This is an optimization exercise on Yosys and OpenROAD, whose aim is small area, a short achievable clock period and few clock cycles per item, not a production implementation. Function was checked by simulation only, so behaviour that the tests miss may differ from the original.

$ cat design/flow/run.sh
#!/bin/bash
# synth_recipe.tcl (not shown) runs the flow's synth.tcl, then flattens the netlist and writes it again
# the make line also repeats each setting of config.mk as NAME=value (left out here)
make -C /OpenROAD-flow-scripts/flow DESIGN_CONFIG=/design/flow/config.mk WORK_HOME=/design/flow/orfs CLKGATE_MAP_FILE= SYNTH_SCRIPT=/design/flow/synth_recipe.tcl finish
$ cat design/flow/config.mk
export PLATFORM = sky130hd
export DESIGN_NAME = envelope_engine
export DESIGN_NICKNAME = envelope_engine
export VERILOG_FILES = /design/flow/design.v
export SDC_FILE = /design/flow/constraint.sdc
export NUM_CORES = 4
export LEC_CHECK = 0
export CAP_MARGIN = 20
export CORE_MARGIN = 2
export CORE_UTILIZATION = 40
export PLACE_DENSITY = 0.6
export SETUP_SLACK_MARGIN = 2
export SLEW_MARGIN = 20
$ cat design/flow/constraint.sdc
create_clock -name core_clock -period 30.0 [get_ports {clk}]
set_input_delay 6.0000 -clock core_clock [delete_from_list [all_inputs] [get_ports {clk}]]
set_output_delay 6.0000 -clock core_clock [all_outputs]
set_load 0.01 [all_outputs]
$ cat design/flow/design.v
module envelope_engine (
    input  wire         clk,
    input  wire         rst,
    input  wire         cmd_valid,
    output wire         cmd_ready,
    input  wire         cmd_check,      
    input  wire [63:0]  cmd_tag,        
    input  wire [31:0]  cmd_gen,        
    input  wire [1:0]   cmd_gen_mode,   
    input  wire [15:0]  cmd_gen_lag,    
    input  wire [3:0]   cmd_fmt,        
    input  wire         cmd_loaded,     
    input  wire         cmd_far,        
    input  wire [63:0]  cmd_pred_res,   
    input  wire         in_valid,
    output wire         in_ready,
    input  wire [63:0]  in_data,
    output wire         res_valid,
    input  wire         res_ready,
    output reg  [255:0] res_env,        
    output reg  [4:0]   res_bad         
);
    localparam [31:0] POLY = 32'h82F63B78;   
    localparam [1:0] S_IDLE = 2'd0, S_DATA = 2'd1, S_FIN = 2'd2, S_RESULT = 2'd3;
    function [31:0] crc_step64;
        input [31:0] c;
        input [63:0] d;
        integer i;
        reg [31:0] x;
        begin
            x = c;
            for (i = 0; i < 64; i = i + 1)
                x = (x >> 1) ^ ((x[0] ^ d[i]) ? POLY : 32'h0);
            crc_step64 = x;
        end
    endfunction
    function [31:0] crc_28bytes;
        input [223:0] d;
        integer i;
        reg [31:0] x;
        begin
            x = 32'hFFFFFFFF;
            for (i = 0; i < 224; i = i + 1)
                x = (x >> 1) ^ ((x[0] ^ d[i]) ? POLY : 32'h0);
            crc_28bytes = ~x;
        end
    endfunction
    function [10:0] byte_sum;
        input [63:0] d;
        integer b;
        reg [10:0] s;
        begin
            s = 11'd0;
            for (b = 0; b < 8; b = b + 1)
                s = s + {3'd0, d[8*b +: 8]};
            byte_sum = s;
        end
    endfunction
    reg [1:0]   state;
    reg [9:0]   beat;           
    reg         mode_check;
    reg [63:0]  tag;
    reg [31:0]  gen;
    reg [1:0]   gen_mode;
    reg [15:0]  gen_lag;
    reg [5:0]   flags;
    reg [63:0]  pred_res;
    reg [31:0]  crc;
    reg [7:0]   res [0:7];      
    reg [255:0] env_rx;         
    assign cmd_ready = (state == S_IDLE);
    assign in_ready  = (state == S_DATA);
    assign res_valid = (state == S_RESULT);
    wire       beat_fire   = in_valid && in_ready;
    wire       in_payload  = (beat < 10'd512);
    wire [9:0] last_beat   = mode_check ? 10'd515 : 10'd511;
    wire [11:0] res_sum  = {4'd0, res[beat[2:0]]} + {1'b0, byte_sum(in_data)};
    wire [11:0] res_mod  = res_sum % 12'd255;
    wire [7:0]  res_next = res_mod[7:0];
    wire [63:0] res_all = {res[7], res[6], res[5], res[4], res[3], res[2], res[1], res[0]};
    wire [223:0] built_body = {26'd0, flags, gen, tag, pred_res, ~crc};
    wire [223:0] own_body = mode_check ? env_rx[223:0] : built_body;
    wire [31:0]  own_calc = crc_28bytes(own_body);
    reg  [31:0] gen_expect;
    reg         gen_checked;
    always @(*) begin
        gen_checked = 1'b0;
        gen_expect  = 32'd0;
        case (gen_mode)
            2'd1: begin
                gen_checked = 1'b1;
                gen_expect  = 32'd0;
            end
            2'd2: begin
                gen_checked = 1'b1;
                if ({16'd0, gen_lag} >= gen)
                    gen_expect = 32'd0;
                else
                    gen_expect = gen - {16'd0, gen_lag};
            end
            default: ;
        endcase
    end
    integer k;
    always @(posedge clk) begin
        if (rst) begin
            state <= S_IDLE;
        end else begin
            case (state)
                S_IDLE: begin
                    if (cmd_valid) begin
                        mode_check <= cmd_check;
                        tag        <= cmd_tag;
                        gen        <= cmd_gen;
                        gen_mode   <= cmd_gen_mode;
                        gen_lag    <= cmd_gen_lag;
                        flags      <= {cmd_far, cmd_loaded, cmd_fmt};
                        pred_res   <= cmd_pred_res;
                        crc        <= 32'hFFFFFFFF;
                        for (k = 0; k < 8; k = k + 1)
                            res[k] <= 8'd0;
                        beat       <= 10'd0;
                        state      <= S_DATA;
                    end
                end
                S_DATA: begin
                    if (beat_fire) begin
                        if (in_payload) begin
                            crc <= crc_step64(crc, in_data);
                            res[beat[2:0]] <= res_next;
                        end else begin
                            env_rx[64*beat[1:0] +: 64] <= in_data;
                        end
                        beat <= beat + 10'd1;
                        if (beat == last_beat)
                            state <= S_FIN;
                    end
                end
                S_FIN: begin
                    if (mode_check) begin
                        res_env    <= env_rx;
                        res_bad[0] <= (own_calc != env_rx[255:224]);
                        res_bad[1] <= (~crc != env_rx[31:0]);
                        res_bad[2] <= (res_all != env_rx[95:32]);
                        res_bad[3] <= (tag != env_rx[159:96]);
                        res_bad[4] <= gen_checked && (gen_expect != env_rx[191:160]);
                    end else begin
                        res_env    <= {own_calc, built_body};
                        res_bad    <= {2'b00, (res_all != pred_res), 2'b00};
                    end
                    state <= S_RESULT;
                end
                S_RESULT: begin
                    if (res_ready)
                        state <= S_IDLE;
                end
            endcase
        end
    end
endmodule
==> impl_metrics.py <==
metrics = {
    "placed_design": {
        "place_area_sq_um": 94700,
        "dp.final_hpwl_um": 250000,
        "place.gp.congestion": 0.994,
        "port-buffer-count": 517,
    },
    "sta": {
        "fin_crit_ns": 28.20,
        "worst_pin_slew_ns": 1.18,
        "finalHoldViolCount": 0,
        "drv_slew": 0,
        "max_freq_mhz": 35.5,
        "setup-violations-final": 0,
        "finalCritPeriodShare": 0.940,
        "rsz0062_at_grt": "true",
        "skew_ns": 0.0645,
        "whs_ns": 0.568,
        "slew_headroom": 0.206,
    },
    "critical_path": {
        "required_ns": 30.45,
        "slowest_stage": "xnor3_2",
        "critPathKind": "flip-flop to flip-flop",
        "cp_max_fo": 16,
        "start_kind": "flip-flop",
        "crit_top_cell": "xnor3_2",
        "max_stage_delay_ns": 0.57,
        "crit_arrival_ns": 28.66,
        "critPathCaptureType": "flip-flop",
        "ff2ff_setup_slack_ns": 1.80,
    },
    "global_route": {
        "track_usage": 0.289,
        "grt_pass1_vias": 54300,
        "grt_max_degree": 117,
        "grt_antenna_before_repair": 13,
        "overflow": 0,
        "grt_first_pass_wirelength_um": 429000,
    },
    "clock_tree": {
        "cts.sinks": 813,
        "clockRootBuffer": "clkbuf_16",
        "clkLatencyLatePin_ns": 0.79,
        "cts_hold_buffers": 0,
        "clk_path_buf_depth": 3,
        "clk_pin_slew_ns": 0.06,
        "cts_tree": "done",
        "h-tree-depth": 3,
        "numCtsBuffers": 95,
    },
    "floorplan": {
        "rows": 167,
        "initial_core_util": 0.403,
        "core_area_sq_um": 207000,
        "dieWidth_um": 461,
        "pin_count": 518,
        "die_area_sq_um": 213000,
        "die_h_um": 461,
    },
    "drt": {
        "wire_per_inst_um": 30.4,
        "routed_wl_um": 313000,
        "viasPerCell": 5.23,
        "vias": 53900,
        "drtIter0Drc": 5746,
        "drc_errors": 0,
        "ant_nets": 0,
        "first_pass_iters": 6,
    },
    "yosys": {
        "syn_nets": 6710,
        "async_flop_share": 0,
        "synth_seq_cells": 813,
        "synth_edf_count": 808,
        "synth_ff_type": "edfxtp_1",
        "synth.cell_area_sq_um": 83600,
        "ys_types": 73,
        "synth-seq-area-share": 0.291,
        "synthCells": 6360,
        "avgSynthCellArea_sq_um": 13.2,
        "yosysWarnings": 1,
    },
    "final_layout": {
        "syn2layout_area_growth_pct": 22.1,
        "regArea_sq_um": 24400,
        "final_common_cell": "xnor2_1",
        "layout_common_cells": "xnor2_1, edfxtp_1, xnor3_1",
        "finalInstanceArea_sq_um": 102000,
        "num-fill-cells": 18300,
        "multi_input_area_sq_um": 59600,
        "final_nets": 7784,
        "drive_gt1_frac": 0.209,
    },
    "run_status": {
        "outcome": "complete, no violations",
    },
    "min_path": {
        "min_path_type": "flip-flop to flip-flop",
    },
    "run": {
        "cap_viol_max_count": 0,
    },
}
through the flow:
step / setup slack, ns / cells / utilization / setup TNS [ns]
after detailed placement: -0.655 / 9908 / 0.456 / -1.43
after global placement: -0.658 / 9908 / 0.456 / -1.89
after floorplan: 2.28 / 6360 / - / 0
after CTS: 2.00 / 10200 / 0.485 / 0
final: 1.80 / 10300 / 0.492 / 0
after global routing: 1.21 / 10300 / 0.492 / 0
synth_stat cells (all sizes together) (96+ instances only):
| library cell | count | area (sq um) |
|---|---|---|
| clkbuf | 96 | 360 |
| mux2 | 115 | 1290 |
| mux2i | 119 | 1250 |
| inv | 382 | 1440 |
| o21ai | 304 | 1520 |
| edfxtp | 808 | 24300 |
| nor2 | 145 | 544 |
| xor3 | 161 | 3840 |
| nand2 | 340 | 1280 |
| xnor3 | 859 | 19400 |
| xor2 | 712 | 6810 |
| xnor2 | 1802 | 17000 |
routing by layer:
| layer | GRT usage | part of all wire | up-vias |
|---|---|---|---|
| met5 | 0 | 0.000067 | - |
| met4 | 0.147 | 0.061 | 4 |
| met3 | 0.0478 | 0.077 | 536 |
| met2 | 0.442 | 0.44 | 2425 |
| met1 | 0.397 | 0.42 | 27200 |
| li1 | - | - | 23800 |
kinds of logic after synthesis:
group / count (synthesis) / synth area share
fa+ha+maj: 96 / 0.0193
flops: 813 / 0.291
xor+xnor: 3534 / 0.564
buf+inv: 545 / 0.0261
simple gates: 692 / 0.0368
mux: 250 / 0.0347
compound gates: 430 / 0.0283
timing repair:
action                                  4_1_cts  5_1_grt
pin swaps                                    87       32
gates resized for setup                     327      132
gates cloned                                  0        1
endpoints found under the setup margin       33       42
buffers inserted                            123       93
endpoints found under the hold margin         0        0
critical path: cells and delay by family, from the launching register on:
| kind | cells | cell delay (ns) |
|---|---|---|
| AO/OA/AOI/OAI | 2 | 0.42 |
| XOR/XNOR | 58 | 22.96 |
| buffers and inverters | 16 | 3.07 |
| flip-flops | 1 | 0.44 |
| multiplexers | 1 | 0.34 |
| AND/OR/NAND/NOR | 1 | 0.57 |
state kept, by name (all words and copies together) (netlist names), 16 cells and up, named ones only:
register,cells
tag,64
gen_lag,16
gen,32
pred_res,64
env_rx,256
crc,32
res,64
res_env,256
final cells by class:
| cell class | count | area share |
|---|---|---|
| inverter | 383 | 0.0144 |
| clock buffer | 105 | 0.0236 |
| timing repair buffer | 1138 | 0.0981 |
| sequential | 813 | 0.239 |
| clock inverter | 74 | 0.00755 |
| multi-input combinational | 5003 | 0.584 |
| antenna | 3 | 0.0000735 |
| tap | 2788 | 0.0342 |
worst paths after layout:
| kind | cells past startpoint | from | endpoint |
|---|---|---|---|
| worst max register to register | 78 | mode_check | res_bad[0] |
| worst max-delay path | 78 | mode_check | res_bad[0] |
| worst min register to register | 2 | state[1] | state[1] |
| worst min-delay path | 2 | state[1] | state[1] |
Testbench counts, summed over its fixed seeds: cycles 49,596, blocks 96.

==> separate check: timing with driven ports <==
Ports are ideal in the flow. The routed layout listed here was re-timed in OpenROAD.
Step 1 (the two cells are an assumption about what drives the block):
set clk [get_ports {clk}]
set_driving_cell -lib_cell sky130_fd_sc_hd__clkbuf_16 $clk
set_driving_cell -lib_cell sky130_fd_sc_hd__buf_2 [delete_from_list [all_inputs] $clk]
Step 2 adds t to the input delays and takes it off the output delays; t is the mean of the earliest and latest rising clock arrival at the registers after step 1. Input paths then give back, and output paths get back, about the clock's delay inside the block.
Slacks: no drivers / after step 1 / after step 2; pairs: no drivers / after step 1.
shift t [ns]: 0.847
slack for setup (ns): 1.795 / 1.795 / 1.795
cell pins on the clock port's net: 1
After both steps setup and hold are still met in this run. The setup slack of this run moves by 0.000 ns with the drivers and by 0.000 ns with both steps.
